What follows belongs to an exercise in optimizing a design on an open flow for small area and a short achievable clock period; a production flow would make more cautious choices.
Function was checked by simulation only, so behaviour that the tests miss may differ from the original.
The clock input has no modelled driver; a real chip could not lean on it and would need a root buffer or a full tree.

## fehel_flit_rx
module fehel_flit_rx (
    input  wire        clk,
    input  wire        rst,
    input  wire        in_valid,
    input  wire [63:0] in_data,
    output reg         res_valid,
    output reg         res_crc_ok,
    output wire        res_ctrl,
    output wire [3:0]  res_err,        
    output wire [4:0]  res_msgs,
    output wire [19:0] res_vc_slots,   
    output wire [11:0] res_fseq,
    output wire [11:0] res_fack
);
    reg  [63:0] u;
    wire [63:0] m_u;
    wire x64 = u[39] ^ u[59];
    wire x65 = u[0] ^ u[56];
    wire x66 = u[46] ^ u[51];
    wire x67 = u[47] ^ u[52];
    wire x68 = u[4] ^ u[58];
    wire x69 = u[8] ^ u[43];
    wire x70 = u[9] ^ u[44];
    wire x71 = u[21] ^ u[26];
    wire x72 = u[15] ^ u[45];
    wire x73 = u[22] ^ u[27];
    wire x74 = u[40] ^ u[60];
    wire x75 = u[41] ^ u[61];
    wire x76 = u[18] ^ u[32];
    wire x77 = u[19] ^ u[33];
    wire x78 = u[20] ^ u[34];
    wire x79 = u[50] ^ u[54];
    wire x80 = u[5] ^ u[12];
    wire x81 = u[48] ^ u[55];
    wire x82 = u[35] ^ u[63];
    wire x83 = u[16] ^ u[53];
    wire x84 = u[6] ^ u[29];
    wire x85 = u[7] ^ u[28];
    wire x86 = u[13] ^ u[49];
    wire x87 = u[10] ^ u[62];
    wire x88 = u[17] ^ u[42];
    wire x89 = u[23] ^ u[30];
    wire x90 = u[24] ^ u[31];
    wire x91 = u[25] ^ x76;
    wire x92 = u[11] ^ x66;
    wire x93 = u[14] ^ u[57];
    wire x94 = u[36] ^ x73;
    wire x95 = x67 ^ x72;
    wire x96 = x64 ^ x68;
    wire x97 = x71 ^ x82;
    wire x98 = u[1] ^ x69;
    wire x99 = u[2] ^ x70;
    wire x100 = u[38] ^ x65;
    wire x101 = x74 ^ x80;
    wire x102 = x77 ^ x79;
    wire x103 = x81 ^ x83;
    wire x104 = u[3] ^ x75;
    wire x105 = u[37] ^ x90;
    wire x106 = u[29] ^ x85;
    wire x107 = u[43] ^ x84;
    wire x108 = u[50] ^ x81;
  ...
==> flow/config.mk <==
export PLATFORM = sky130hd
export DESIGN_NAME = fehel_flit_rx
export DESIGN_NICKNAME = fehel_flit_rx
export VERILOG_FILES = /design/flow/design.v
export SDC_FILE = /design/flow/constraint.sdc
export NUM_CORES = 4
export LEC_CHECK = 0
export CAP_MARGIN = 20
export CORE_MARGIN = 2
export CORE_UTILIZATION = 55
export SLEW_MARGIN = 20
==> flow/constraint.sdc <==
create_clock -name core_clock -period 12.0 [get_ports {clk}]
set_input_delay 2.4000 -clock core_clock [delete_from_list [all_inputs] [get_ports {clk}]]
set_output_delay 2.4000 -clock core_clock [all_outputs]
set_load 0.01 [all_outputs]
standard.sh (not shown) runs the stock make flow with config.mk's settings and CLKGATE_MAP_FILE= SYNTH_SCRIPT=/design/flow/synth_recipe.tcl, a recipe that flattens the netlist after the stock synthesis.
==> flow/flow/run.sh <==
#!/bin/bash
# Layout: the standard ORFS flow (standard.sh), with these changes:
#  - every port gets a plain buf_1 as its port buffer;
#  - clock tree: two short levels of clock buffers (flow/cts_manual.tcl,
#    8 leaf buffers under 2 root buffers);
#  - the timing repair after CTS and after global routing aims for a setup
#    slack margin of 8.6 ns.
#  Placement settings: none. Repair settings: none.
# Each make call's output goes to its own make_*.log; ORFS keeps each tool's
# log under orfs/logs/.
set -euo pipefail
H=$PWD
B="BUFFER_PORTS_ARGS=-buffer_cell sky130_fd_sc_hd__buf_1"
C="PRE_CTS_TCL=$H/flow/cts_manual.tcl"
bash standard.sh "$B" "$C" synth > make_synth.log 2>&1
bash standard.sh "$B" "$C"  floorplan place > make_place.log 2>&1
bash standard.sh "$B" "$C"  SETUP_SLACK_MARGIN=8.6  cts > make_cts.log 2>&1
bash standard.sh "$B" "$C"  SETUP_SLACK_MARGIN=8.6  finish > make_finish.log 2>&1
Other scripts of this flow, unchanged in this note and not shown: flow/flow/cts_manual.tcl
Rerun with:
==> flow/flow/run.sh (replaced) <==
#!/bin/bash
# Layout: the standard ORFS flow (standard.sh), with these changes:
#  - every port gets a plain buf_1 as its port buffer;
#  - clock tree: two short levels of clock buffers (flow/cts_manual.tcl,
#    8 leaf buffers under 2 root buffers);
#  - the timing repair after CTS and after global routing aims for a setup
#    slack margin of 8.7 ns.
#  Placement settings: PLACE_DENSITY=0.7. Repair settings: none.
# Each make call's output goes to its own make_*.log; ORFS keeps each tool's
# log under orfs/logs/.
set -euo pipefail
H=$PWD
B="BUFFER_PORTS_ARGS=-buffer_cell sky130_fd_sc_hd__buf_1"
C="PRE_CTS_TCL=$H/flow/cts_manual.tcl"
bash standard.sh "$B" "$C" synth > make_synth.log 2>&1
bash standard.sh "$B" "$C" PLACE_DENSITY=0.7 floorplan place > make_place.log 2>&1
bash standard.sh "$B" "$C" PLACE_DENSITY=0.7 SETUP_SLACK_MARGIN=8.7  cts > make_cts.log 2>&1
bash standard.sh "$B" "$C" PLACE_DENSITY=0.7 SETUP_SLACK_MARGIN=8.7  finish > make_finish.log 2>&1
First-iteration DRC count goes up by 23%.
Routed wire length goes up by 4.7%.
Global-route usage goes up by 2.0 points.
Synthesized area does not change.
Final cell count goes up by 0.74%.
Design area goes up by 2.1%.
In every run of this note, the design's own scripts or RTL, not TritonCTS, make the clock network.

yarrow:
Starting RTL as in the previous note.
export LEC_CHECK = 0
export CAP_MARGIN = 20
export CORE_MARGIN = 2
export CORE_UTILIZATION = 55
export SLEW_MARGIN = 20
create_clock -name core_clock -period 12.0 [get_ports {clk}]
==> flow/flow/run.sh <==
#!/bin/bash
# Layout: the standard ORFS flow (standard.sh), with these changes:
#  - every port gets a plain buf_1 as its port buffer;
#  - clock tree: two short levels of clock buffers (flow/cts_manual.tcl,
#    8 leaf buffers under 4 root buffers);
#  - the timing repair after CTS and after global routing aims for a setup
#    slack margin of 8.75 ns.
#  Placement settings: PLACE_DENSITY=0.7 CELL_PAD_IN_SITES_GLOBAL_PLACEMENT=2 CELL_PAD_IN_SITES_DETAIL_PLACEMENT=1. Repair settings: none.
# Each make call's output goes to its own make_*.log; ORFS keeps each tool's
# log under orfs/logs/.
set -euo pipefail
H=$PWD
B="BUFFER_PORTS_ARGS=-buffer_cell sky130_fd_sc_hd__buf_1"
C="PRE_CTS_TCL=$H/flow/cts_manual.tcl"
bash standard.sh "$B" "$C" synth > make_synth.log 2>&1
bash standard.sh "$B" "$C" PLACE_DENSITY=0.7 CELL_PAD_IN_SITES_GLOBAL_PLACEMENT=2 CELL_PAD_IN_SITES_DETAIL_PLACEMENT=1 floorplan place > make_place.log 2>&1
bash standard.sh "$B" "$C" PLACE_DENSITY=0.7 CELL_PAD_IN_SITES_GLOBAL_PLACEMENT=2 CELL_PAD_IN_SITES_DETAIL_PLACEMENT=1 SETUP_SLACK_MARGIN=8.75  cts > make_cts.log 2>&1
bash standard.sh "$B" "$C" PLACE_DENSITY=0.7 CELL_PAD_IN_SITES_GLOBAL_PLACEMENT=2 CELL_PAD_IN_SITES_DETAIL_PLACEMENT=1 SETUP_SLACK_MARGIN=8.75  finish > make_finish.log 2>&1
==> flow/flow/cts_manual.tcl <==
# Sourced by ORFS's cts.tcl as PRE_CTS_TCL. Replaces clock_tree_synthesis
# with a short two-level clock tree: the registers are split by location
# into NLEAF groups of equal size (halving by x, then by y, ...), each driven
# by a leaf clock buffer at the group's centre; the leaf buffers are split
# the same way into NROOT groups, each driven by a root clock buffer at its
# centre. The clock port feeds only the NROOT root buffers, and every
# register sees exactly one root and one leaf buffer.

proc mcts_split { items n } {
  set groups [list $items]
  set axis 0
  while { [llength $groups] < $n } {
    set ng {}
    foreach g $groups {
      set s [lsort -integer -index $axis $g]
      set h [expr { [llength $s] / 2 }]
      lappend ng [lrange $s 0 [expr { $h - 1 }]] [lrange $s $h end]
    }
    set groups $ng
    set axis [expr { 1 - $axis }]
  }
  return $groups
}

proc mcts_drive { block master name in_net group } {
  # group: list of {x y iterm}; returns {cx cy A-iterm}
  set sx 0; set sy 0
  foreach s $group { incr sx [lindex $s 0]; incr sy [lindex $s 1] }
  set n [llength $group]
  set cx [expr { $sx / $n }]
  set cy [expr { $sy / $n }]
  set inst [odb::dbInst_create $block $master $name]
  set net [odb::dbNet_create $block "${name}_net"]
  $net setSigType CLOCK
  [$inst findITerm X] connect $net
  foreach s $group {
    set it [lindex $s 2]
    $it disconnect
    $it connect $net
  }
  $inst setLocation [expr { $cx - [$master getWidth] / 2 }] [expr { $cy - [$master getHeight] / 2 }]
  $inst setPlacementStatus PLACED
  set a [$inst findITerm A]
  $a connect $in_net
  puts "manual_cts: $name drives $n pins at ($cx, $cy)"
  return [list $cx $cy $a]
}

proc manual_cts { } {
  set nleaf 8
  set nroot 4
  if { [info exists ::env(MCTS_NLEAF)] } { set nleaf $::env(MCTS_NLEAF) }
  if { [info exists ::env(MCTS_NROOT)] } { set nroot $::env(MCTS_NROOT) }
  set block [ord::get_db_block]
  set db [ord::get_db]
  set leafcell sky130_fd_sc_hd__clkbuf_16
  set rootcell sky130_fd_sc_hd__clkbuf_16
  if { [info exists ::env(MCTS_LEAF)] } { set leafcell $::env(MCTS_LEAF) }
  if { [info exists ::env(MCTS_ROOT)] } { set rootcell $::env(MCTS_ROOT) }
  set leafm [$db findMaster $leafcell]
  set rootm [$db findMaster $rootcell]
  set clk_net [$block findNet clk]
  set sinks {}
  foreach it [$clk_net getITerms] {
    set bb [[$it getInst] getBBox]
    lappend sinks [list [expr { ([$bb xMin] + [$bb xMax]) / 2 }] \
                        [expr { ([$bb yMin] + [$bb yMax]) / 2 }] $it]
  }
  set leaves {}
  set k 0
  foreach g [mcts_split $sinks $nleaf] {
    lappend leaves [mcts_drive $block $leafm "clkbuf_leaf_$k" $clk_net $g]
    incr k
  }
  set k 0
  foreach g [mcts_split $leaves $nroot] {
    mcts_drive $block $rootm "clkbuf_root_$k" $clk_net $g
    incr k
  }
  $clk_net setSigType CLOCK
  set_propagated_clock [all_clocks]
}

rename clock_tree_synthesis orig_clock_tree_synthesis
proc clock_tree_synthesis { args } {
  manual_cts
}
Relative to yarrow, the following input files were edited for maple:
==> flow/flow/run.sh <==
#!/bin/bash
# Layout: the standard ORFS flow (standard.sh), with these changes:
#  - every port gets a plain buf_1 as its port buffer;
#  - clock tree: two short levels of clock buffers (flow/cts_manual.tcl,
#    8 leaf buffers under 4 root buffers);
#  - the timing repair after CTS and after global routing aims for a setup
#    slack margin of 9.0 ns.
#  Placement settings: none. Repair settings: none.
# Each make call's output goes to its own make_*.log; ORFS keeps each tool's
# log under orfs/logs/.
set -euo pipefail
H=$PWD
B="BUFFER_PORTS_ARGS=-buffer_cell sky130_fd_sc_hd__buf_1"
C="PRE_CTS_TCL=$H/flow/cts_manual.tcl"
bash standard.sh "$B" "$C" synth > make_synth.log 2>&1
bash standard.sh "$B" "$C"  floorplan place > make_place.log 2>&1
bash standard.sh "$B" "$C"  SETUP_SLACK_MARGIN=9.0  cts > make_cts.log 2>&1
bash standard.sh "$B" "$C"  SETUP_SLACK_MARGIN=9.0  finish > make_finish.log 2>&1
Results
- The final reports for maple and yarrow show register-to-register slack higher in the former.
- Sequential standard cell area up 0.40% in maple wrt yarrow
- The first element of the critical path comes out ftype_err$_DFFE_PP_ in one run and u[7]$_DFFE_PP_ in the other, namely in maple and yarrow respectively.
- Between maple and yarrow, the hold slack does not differ in any meaningful way.
- Higher layout filler cell count among maple and yarrow: yarrow
- Summary of maple over yarrow: number of antenna violations at the first check in global routing has increased, register bit count reported by yosys has remained practically unchanged.
- maple ends up with a critical path depth that is 6 lower than in yarrow.
The following lists how pepper was set up differently from maple:
Settings: swapping 55 for 45 in CORE_UTILIZATION.
--- a/flow/flow/run.sh
+++ b/flow/flow/run.sh
@@ -6,4 +6,4 @@
 #  - the timing repair after CTS and after global routing aims for a setup
-#    slack margin of 9.0 ns.
-#  Placement settings: none. Repair settings: none.
+#    slack margin of 8.75 ns.
+#  Placement settings: PLACE_DENSITY=0.7. Repair settings: none.
 # Each make call's output goes to its own make_*.log; ORFS keeps each tool's
@@ -15,4 +15,4 @@
 bash standard.sh "$B" "$C" synth > make_synth.log 2>&1
-bash standard.sh "$B" "$C"  floorplan place > make_place.log 2>&1
-bash standard.sh "$B" "$C"  SETUP_SLACK_MARGIN=9.0  cts > make_cts.log 2>&1
-bash standard.sh "$B" "$C"  SETUP_SLACK_MARGIN=9.0  finish > make_finish.log 2>&1
+bash standard.sh "$B" "$C" PLACE_DENSITY=0.7 floorplan place > make_place.log 2>&1
+bash standard.sh "$B" "$C" PLACE_DENSITY=0.7 SETUP_SLACK_MARGIN=8.75  cts > make_cts.log 2>&1
+bash standard.sh "$B" "$C" PLACE_DENSITY=0.7 SETUP_SLACK_MARGIN=8.75  finish > make_finish.log 2>&1
Notes after the runs:
Relative to maple, the hold slack of pepper is lower by 0.015 ns. pepper: cell area 1100 um2 below maple. In the floorplan summary, pepper is listed with a die area greater than that of maple. Reported for maple and pepper, layout multi-input combinational cell count turned out identical to the last digit. Detailed placer's ending HPWL, maple and pepper, lower one = maple. Summary: with maple as the reference, cell count in pepper moved up slightly. From pepper to maple, multiplexer fraction of the synthesized cell area did not move at all. When the final numbers for maple and pepper were put side by side, the routed wire length turned out to be smaller in maple.
diff inputs: pepper => lagoon
Settings: swapping 45 for 55 in CORE_UTILIZATION.
==> flow/flow/run.sh <==
#!/bin/bash
# Layout: the standard ORFS flow (standard.sh), with these changes:
#  - every port gets a plain buf_1 as its port buffer;
#  - clock tree: two short levels of clock buffers (flow/cts_manual.tcl,
#    8 leaf buffers under 2 root buffers);
#  - the timing repair after CTS and after global routing aims for a setup
#    slack margin of 8.8 ns.
#  Placement settings: none. Repair settings: none.
# Each make call's output goes to its own make_*.log; ORFS keeps each tool's
# log under orfs/logs/.
set -euo pipefail
H=$PWD
B="BUFFER_PORTS_ARGS=-buffer_cell sky130_fd_sc_hd__buf_1"
C="PRE_CTS_TCL=$H/flow/cts_manual.tcl"
bash standard.sh "$B" "$C" synth > make_synth.log 2>&1
bash standard.sh "$B" "$C"  floorplan place > make_place.log 2>&1
bash standard.sh "$B" "$C"  SETUP_SLACK_MARGIN=8.8  cts > make_cts.log 2>&1
bash standard.sh "$B" "$C"  SETUP_SLACK_MARGIN=8.8  finish > make_finish.log 2>&1
--- a/flow/flow/cts_manual.tcl
+++ b/flow/flow/cts_manual.tcl
@@ -50,3 +50,3 @@
   set nleaf 8
-  set nroot 4
+  set nroot 2
   if { [info exists ::env(MCTS_NLEAF)] } { set nleaf $::env(MCTS_NLEAF) }
Notes after the runs:
Going from pepper to lagoon, register fraction of the total cell area shrinks by 0.15 points. Compared with pepper, lagoon shows a higher total of cells resized after clock tree synthesis. Routed wire length improves in lagoon relative to pepper. | shortest period the worst path allows | lagoon vs pepper | 0.0087 ns higher |. Looking at wire length of the first global-routing pass, lagoon sits about 3.4% below pepper. Via count essentially unchanged between lagoon and pepper. Average vias per placed instance in lagoon is 0.16 higher than in pepper. From pepper to lagoon the numbers moved as follows: largest net degree at the start of global routing went up; starting utilization of the core area went up. The worst setup path startpoint comes out fseq[11]$_DFFE_PP_ in one run and u[42]$_DFFE_PP_ in the other, namely in lagoon and pepper respectively.
Input changes introduced in quartz (baseline for comparison: lagoon):
Settings: CORE_UTILIZATION: 55 -> 50.
--- a/flow/flow/run.sh
+++ b/flow/flow/run.sh
@@ -6,4 +6,4 @@
 #  - the timing repair after CTS and after global routing aims for a setup
-#    slack margin of 8.8 ns.
-#  Placement settings: none. Repair settings: none.
+#    slack margin of 8.75 ns.
+#  Placement settings: PLACE_DENSITY=0.7. Repair settings: none.
 # Each make call's output goes to its own make_*.log; ORFS keeps each tool's
@@ -15,4 +15,4 @@
 bash standard.sh "$B" "$C" synth > make_synth.log 2>&1
-bash standard.sh "$B" "$C"  floorplan place > make_place.log 2>&1
-bash standard.sh "$B" "$C"  SETUP_SLACK_MARGIN=8.8  cts > make_cts.log 2>&1
-bash standard.sh "$B" "$C"  SETUP_SLACK_MARGIN=8.8  finish > make_finish.log 2>&1
+bash standard.sh "$B" "$C" PLACE_DENSITY=0.7 floorplan place > make_place.log 2>&1
+bash standard.sh "$B" "$C" PLACE_DENSITY=0.7 SETUP_SLACK_MARGIN=8.75  cts > make_cts.log 2>&1
+bash standard.sh "$B" "$C" PLACE_DENSITY=0.7 SETUP_SLACK_MARGIN=8.75  finish > make_finish.log 2>&1
### Flow results
- [compare] base=lagoon new=quartz: pre-CTS setup slack saw a decrease.
- From lagoon to quartz the numbers moved as follows: number of setup buffers added after CTS down about 43%, path depth of the worst reg2reg path flat.
- Going from lagoon to quartz, the hold path depth was found to have gone up by 1.
- lagoon → quartz: instance count on the critical path held steady, wire length of the first global-routing pass up 6.3%, total instance count after detailed placement saw an increase.
No run of this note takes its clock network from TritonCTS; it comes from the design's own scripts or RTL.

-- re-timing with driven ports --
Ports are ideal in the flow. The routed layouts listed here were re-timed in OpenROAD. Step 1 sets driving cells, clkbuf_16 on the clock port and buf_2 on the other inputs (assumed; they add their load-dependent delay and slew). Step 2 adds t to the input delays and takes it off the output delays; t is the mean of the earliest and latest rising clock arrival at the registers after step 1. Input paths then give back, and output paths get back, about the clock's delay inside the block. Slacks: ideal ports / drivers / drivers and shift; pairs: ideal ports / drivers.
| run | t, ns | slack for setup (ns) | worst setup path at the end | clock arrival spread, ns | slew at the worst register clock pin (ns) |
|---|---|---|---|---|---|
| the first run of note 1 | 0.408 | 8.525 / 8.525 / 8.335 | input to register | 0.057 / 0.057 | 0.10 / 0.10 |
| the second run of note 1 | 0.412 | 8.696 / 8.628 / 8.353 | input to register | 0.067 / 0.067 | 0.12 / 0.12 |
| yarrow | 0.402 | 8.641 / 8.614 / 8.459 | input to register | 0.020 / 0.021 | 0.09 / 0.09 |
| maple | 0.409 | 8.754 / 8.632 / 8.655 | input to register | 0.038 / 0.038 | 0.09 / 0.09 |
| pepper | 0.408 | 8.723 / 8.632 / 8.478 | input to register | 0.049 / 0.050 | 0.11 / 0.11 |
| lagoon | 0.410 | 8.714 / 8.640 / 8.450 | input to register | 0.061 / 0.062 | 0.10 / 0.10 |
| quartz | 0.416 | 8.705 / 8.630 / 8.448 | input to register | 0.067 / 0.067 | 0.12 / 0.12 |
After both steps every run listed still meets setup and hold. For the second run of note 1, which loses most, drivers alone change the setup slack by -0.068 ns; drivers and shift together by -0.343 ns.
